This design comes from an exercise in tuning for small area, a short achievable clock period and few clock cycles per item on the open sky130 flow, not from production work.
Function was checked by simulation only, so behaviour that the tests miss may differ from the original.

--- run.sh ---
#!/bin/bash
# synth_recipe.tcl (not shown) runs the flow's synth.tcl, then flattens the netlist and writes it again
# the make line also repeats each setting of config.mk as NAME=value (left out here)
make -C /OpenROAD-flow-scripts/flow DESIGN_CONFIG=/design/flow/config.mk WORK_HOME=/design/flow/orfs CLKGATE_MAP_FILE= SYNTH_SCRIPT=/design/flow/synth_recipe.tcl finish
--- config.mk ---
export PLATFORM = sky130hd
export DESIGN_NAME = pfu_interp
export DESIGN_NICKNAME = pfu_interp
export VERILOG_FILES = /design/flow/design.v
export SDC_FILE = /design/flow/constraint.sdc
export NUM_CORES = 4
export LEC_CHECK = 0
export CAP_MARGIN = 20
export CORE_MARGIN = 2
export CORE_UTILIZATION = 40
export PLACE_DENSITY = 0.6
export SLEW_MARGIN = 20
--- constraint.sdc ---
create_clock -name core_clock -period 20.0 [get_ports {clk}]
set_input_delay 4.0000 -clock core_clock [delete_from_list [all_inputs] [get_ports {clk}]]
set_output_delay 4.0000 -clock core_clock [all_outputs]
set_load 0.01 [all_outputs]
--- design.v ---
module pfu_interp (
    input  wire               clk,
    input  wire               rst,             
    input  wire signed [12:0] cfg_off_s,       
    input  wire signed [12:0] cfg_off_c,       
    input  wire        [14:0] cfg_gain,        
    input  wire signed [13:0] cfg_quad,        
    input  wire        [3:0]  cfg_k,           
    input  wire               cfg_invert,      
    input  wire        [47:0] cfg_pos_offset,  
    input  wire               in_valid,
    output wire               in_ready,
    input  wire signed [13:0] in_s,            
    input  wire signed [13:0] in_c,            
    output reg                out_valid,
    output reg         [15:0] out_phase,
    output reg         [15:0] out_amp,
    output reg         [47:0] out_pos,
    output reg                out_overspeed
);
    localparam S_IDLE = 2'd0,
               S_ITER = 2'd1,
               S_DONE = 2'd2;
    reg  [1:0]  state;
    reg  [3:0]  iter;
    wire signed [31:0] a     = in_s - cfg_off_s;
    wire signed [31:0] cdiff = in_c - cfg_off_c;
    wire signed [31:0] bgain = (cdiff * $signed({1'b0, cfg_gain})) >>> 14;
    wire signed [31:0] bquad = (a * cfg_quad) >>> 15;
    wire signed [31:0] b     = bgain + bquad;
    reg  signed [19:0] x, y;
    reg         [15:0] ph;
    reg [15:0] atan_tab;
    always @(*) begin
        case (iter)
            4'd0:  atan_tab = 16'd8192;
            4'd1:  atan_tab = 16'd4836;
            4'd2:  atan_tab = 16'd2555;
            4'd3:  atan_tab = 16'd1297;
            4'd4:  atan_tab = 16'd651;
            4'd5:  atan_tab = 16'd326;
            4'd6:  atan_tab = 16'd163;
            4'd7:  atan_tab = 16'd81;
            4'd8:  atan_tab = 16'd41;
            4'd9:  atan_tab = 16'd20;
            4'd10: atan_tab = 16'd10;
            4'd11: atan_tab = 16'd5;
            4'd12: atan_tab = 16'd3;
            default: atan_tab = 16'd1;
        endcase
    end
    wire signed [19:0] xs = x >>> iter;
    wire signed [19:0] ys = y >>> iter;
    reg  [3:0]  k_q;
    reg         inv_q;
    reg  [47:0] off_q;
    reg  [15:0] ph_last;
    reg  signed [63:0] fine;
    wire signed [31:0] amp_full = x * 32'sd19898;
    wire        [15:0] dp_raw   = ph - ph_last;
    wire signed [15:0] dp       = inv_q ? -dp_raw : dp_raw;
    wire signed [63:0] fine_n   = fine + {{48{dp[15]}}, dp};
    wire signed [63:0] fine_sh  = fine_n >>> (5'd16 - {1'b0, k_q});
    assign in_ready = (state == S_IDLE);
    always @(posedge clk) begin
        if (rst) begin
            state     <= S_IDLE;
            iter      <= 4'd0;
            ph_last   <= 16'd0;
            fine      <= 64'sd0;
            out_valid <= 1'b0;
        end else begin
            out_valid <= 1'b0;
            case (state)
                S_IDLE: if (in_valid) begin
                    k_q   <= cfg_k;
                    inv_q <= cfg_invert;
                    off_q <= cfg_pos_offset;
                    if (b < 0) begin
                        x  <= -b[19:0];
                        y  <= -a[19:0];
                        ph <= 16'h8000;
                    end else begin
                        x  <= b[19:0];
                        y  <= a[19:0];
                        ph <= 16'h0000;
                    end
                    iter  <= 4'd0;
                    state <= S_ITER;
                end
                S_ITER: begin
                    if (y > 0) begin
                        x  <= x + ys;
                        y  <= y - xs;
                        ph <= ph + atan_tab;
                    end else begin
                        x  <= x - ys;
                        y  <= y + xs;
                        ph <= ph - atan_tab;
                    end
                    iter <= iter + 4'd1;
                    if (iter == 4'd14)
                        state <= S_DONE;
                end
                S_DONE: begin
                    out_valid     <= 1'b1;
                    out_phase     <= ph;
                    out_amp       <= amp_full[30:15];
                    out_overspeed <= (dp > 16'sd16384) || (dp < -16'sd16384);
                    out_pos       <= fine_sh[47:0] + off_q;
                    fine          <= fine_n;
                    ph_last       <= ph;
                    state         <= S_IDLE;
                end
                default: state <= S_IDLE;
            endcase
        end
    end
endmodule
==> impl_metrics.toml <==
[run_status]
outcome = "complete, no violations"

[timing]
worst_slack_ns = 4.93
fmax_mhz = 66.3
slew_viol_final = 0
rsz0062_at_grt = "false"
worst_slew_pin_slew_ns = 1.18
hold_slack_ns = 0.454
final.period_utilization_pct = 75.4
max-slew-margin-rel_pct = 20.9
setup_viol = 0
finalCriticalPeriod_ns = 15.07
tns_ns = 0
skew_ns = 0.0235
hold_viol = 0

[worst_setup_path]
worstRegToRegCells = 39
critPathBufInv = 6
reg2reg_setup_slack_ns = 7.24
endpoint_kind = "flop"
cp_top_family = "adder cells"
startpoint_type = "primary input"
r2r_end = "out_pos[45]"
cp_common_cell = "fa_1"
slowest_stage = "a2111oi_0"
r2r-start = "ph[0]"
path_max_fanout = 16
cp.required_ns = 20.30
max_stage_delay_ns = 0.70
crit_type = "in -> reg"
crit_arrival_ns = 15.37

[drt]
wl_met3_microns = 7330
drtIter0Drc = 2593
wire_per_inst_microns = 18.3
wl_met1_microns = 60500
viasPerCell = 5.41
vias = 39700
antenna_left = 0
dr.pass1.iters = 5
routed.top_layer = "met4"
drc = 0
finalWirelength_microns = 134000
wl_met2_microns = 62800

[clocking]
clk_latency_ns = 0.60
cts.sinks = 291
post_cts.repair.setup_buffers = 0
cts_buffers = 37
ctsRootBufferMaster = "clkbuf_16"
clkTransAtPathRegs_ns = 0.06
post_cts_resized = 0
cts_tree = "built"
clockBufferDepth = 3
hold_buffers = 0
htreeDepth = 2

[global_route]
grt_pass1_wl_microns = 215000
antenna_found_initial = 0
grt_max_degree = 80
grt_usage_pct = 21.2
grt_pass1_vias = 39200
grt-ovfl-total = 0

[synth]
syn_avg_cell_area_sq_um = 8.67
synthArstFlopShare_pct = 0
synth_nets = 6779
synthAdderAreaFrac_pct = 34.3
synth_compound_area_share_pct = 14.3
synth_xor_area_share_pct = 5.98
yosysSeqAreaShare_pct = 15.9
netlist_instances = 5612
synth_mux_area_share_pct = 6.08
yosys-top-cells-area = "fa_1 (21%), ha_1 (13%), edfxtp_1 (12%)"
yosysMostFrequentCell = "inv_1"
synthTopCellsByCount = "inv_1 (800), nand2_1 (610), ha_1 (521), fa_1 (507), a21oi_1 (385)"
synth-simple-area-share_pct = 15.5
yosys_most_used_dff = "edfxtp_1"
synth_top_area_share_pct = 20.9
synth_top_family_by_area = "adder cells"
yosys.area.top_type = "fa_1"
synth_area_sq_mm = 0.0487
ys_warn_count = 1
synthDistinctLibCells = 93
synth.ff_latch_count = 291
synth-edff-count = 190

[placed_design]
post_dp_cell_area_sq_mm = 0.0525
dp_slack_ns = 4.35
gp_congestion = 0.968
dpl.cell_count = 7270
dp_hpwl_microns = 106000
port_buffers = 221

[flow_run]
drv_cap = 0

[cells_and_area]
synthToLayoutAreaGrowth_pct = 10.4
num_antenna_cells = 0
fin_area_sq_mm = 0.0537
fillers = 11800
fin_util_pct = 44.6
seq_area_sq_mm = 0.00773
drive_above_1_share_pct = 4.89
multiInputGateArea_sq_mm = 0.0371
nets = 6864
stdcell_count = 7337

[floorplan]
core-area_sq_mm = 0.120
fp.dieArea_sq_mm = 0.124
die_h_microns = 353
initial_utilization_pct = 40.5
die_x_microns = 353
num_rows = 127
ios = 222

[min_path]
whs_path_depth = 2
hold_start = "ph_last[4]"
hp-class = "reg -> reg"
hold_end = "ph_last[4]"
-- worst max path at each step --
stage / startpoint / end / slack [ns] / cells after the start
after detailed placement: cfg_off_s[1] / x[15] / 4.35 / 43
final: cfg_off_s[1] / x[16] / 4.93 / 43
after CTS: cfg_off_s[1] / x[16] / 4.95 / 43
after global placement: cfg_off_s[1] / x[12] / 4.60 / 43
after global routing: cfg_off_s[1] / x[16] / 3.92 / 43
after floorplan: cfg_off_c[2] / y[5] / 5.93 / 43
-- flip-flops by register name, summed over array words and instances (netlist names) --
register	count
out_amp	16
out_valid	1
out_phase	16
y	20
x	20
iter	4
ph	16
ph_last	16
out_pos	48
fine	64
inv_q	1
out_overspeed	1
atan_tab	14
state	2
off_q	48
k_q	4
-- cell usage in the layout, fill, tap and decap left out, types with 54 or more instances in the layout --
cell type / netlist / layout
inv_1: 800 / 800
buf_4: 0 / 55
ha_1: 521 / 520
fa_1: 507 / 507
clkdlybuf4s50_1: 0 / 220
mux4_2: 59 / 59
edfxtp_1: 190 / 190
a21oi_1: 385 / 384
mux2i_1: 112 / 112
dfxtp_1: 101 / 98
nor2_1: 370 / 368
nand3_1: 68 / 68
a21o_1: 101 / 101
xnor2_1: 203 / 200
o21ai_0: 199 / 199
nand2b_1: 56 / 54
nor3_1: 98 / 97
nand2_1: 610 / 610
xor2_1: 120 / 119
and2_1: 178 / 177
-- layout make-up --
class | count | share of cell area [%]
multi-input combinational | 4290 | 69.2
sequential | 291 | 14.4
inverter | 802 | 5.61
timing repair buffer | 275 | 4.87
tap | 1612 | 3.76
clock buffer | 42 | 1.76
clock inverter | 25 | 0.447
-- per-layer routing --
layer / GRT usage, % / vias to the layer above
met5: 0 / -
met4: 5.89 / 0
met3: 2.34 / 176
met2: 35.5 / 1059
met1: 29.1 / 19400
li1: - / 19100
-- cells by family after synthesis --
| group | count (synthesis) |
|---|---|
| compound gates | 1102 |
| mux | 216 |
| buf+inv | 1031 |
| flops | 291 |
| xor+xnor | 327 |
| fa+ha+maj | 1028 |
| simple gates | 1617 |
-- tightest hold or removal path, cell delays in order (launching register included) --
cell and delay (ns):
dfxtp_1 0.31, nand2_1 0.05, a21oi_1 0.05
Testbench counts, summed over its fixed seeds: cycles 217,608, samples 12,800.

## afterwards: timing with drivers on the ports
In the flow no input, the clock included, has a driving cell. The finished layout below was timed again as built, in two steps. Step 1 (the two cells are an assumption about what drives the block):
set clk [get_ports {clk}]
set_driving_cell -lib_cell sky130_fd_sc_hd__clkbuf_16 $clk
set_driving_cell -lib_cell sky130_fd_sc_hd__buf_2 [delete_from_list [all_inputs] $clk]
Step 2, shift: input delay + t, output delay - t, t = (earliest + latest rising clock arrival at the registers) / 2. This alone moves slack from input paths to output paths. Three values: ideal ports, drivers, drivers and shift; two values: the first two.
t (ns): 0.653
setup WS [ns]: 4.928 / 4.959 / 4.306
latest minus earliest clock arrival (ns): 0.024 / 0.024
worst slew at a driven data input, ns: 0.12
pins driven straight from the clock port: 1
After both steps setup and hold are still met in this run. For this run, drivers alone change the setup slack by +0.031 ns; drivers and shift together by -0.622 ns.
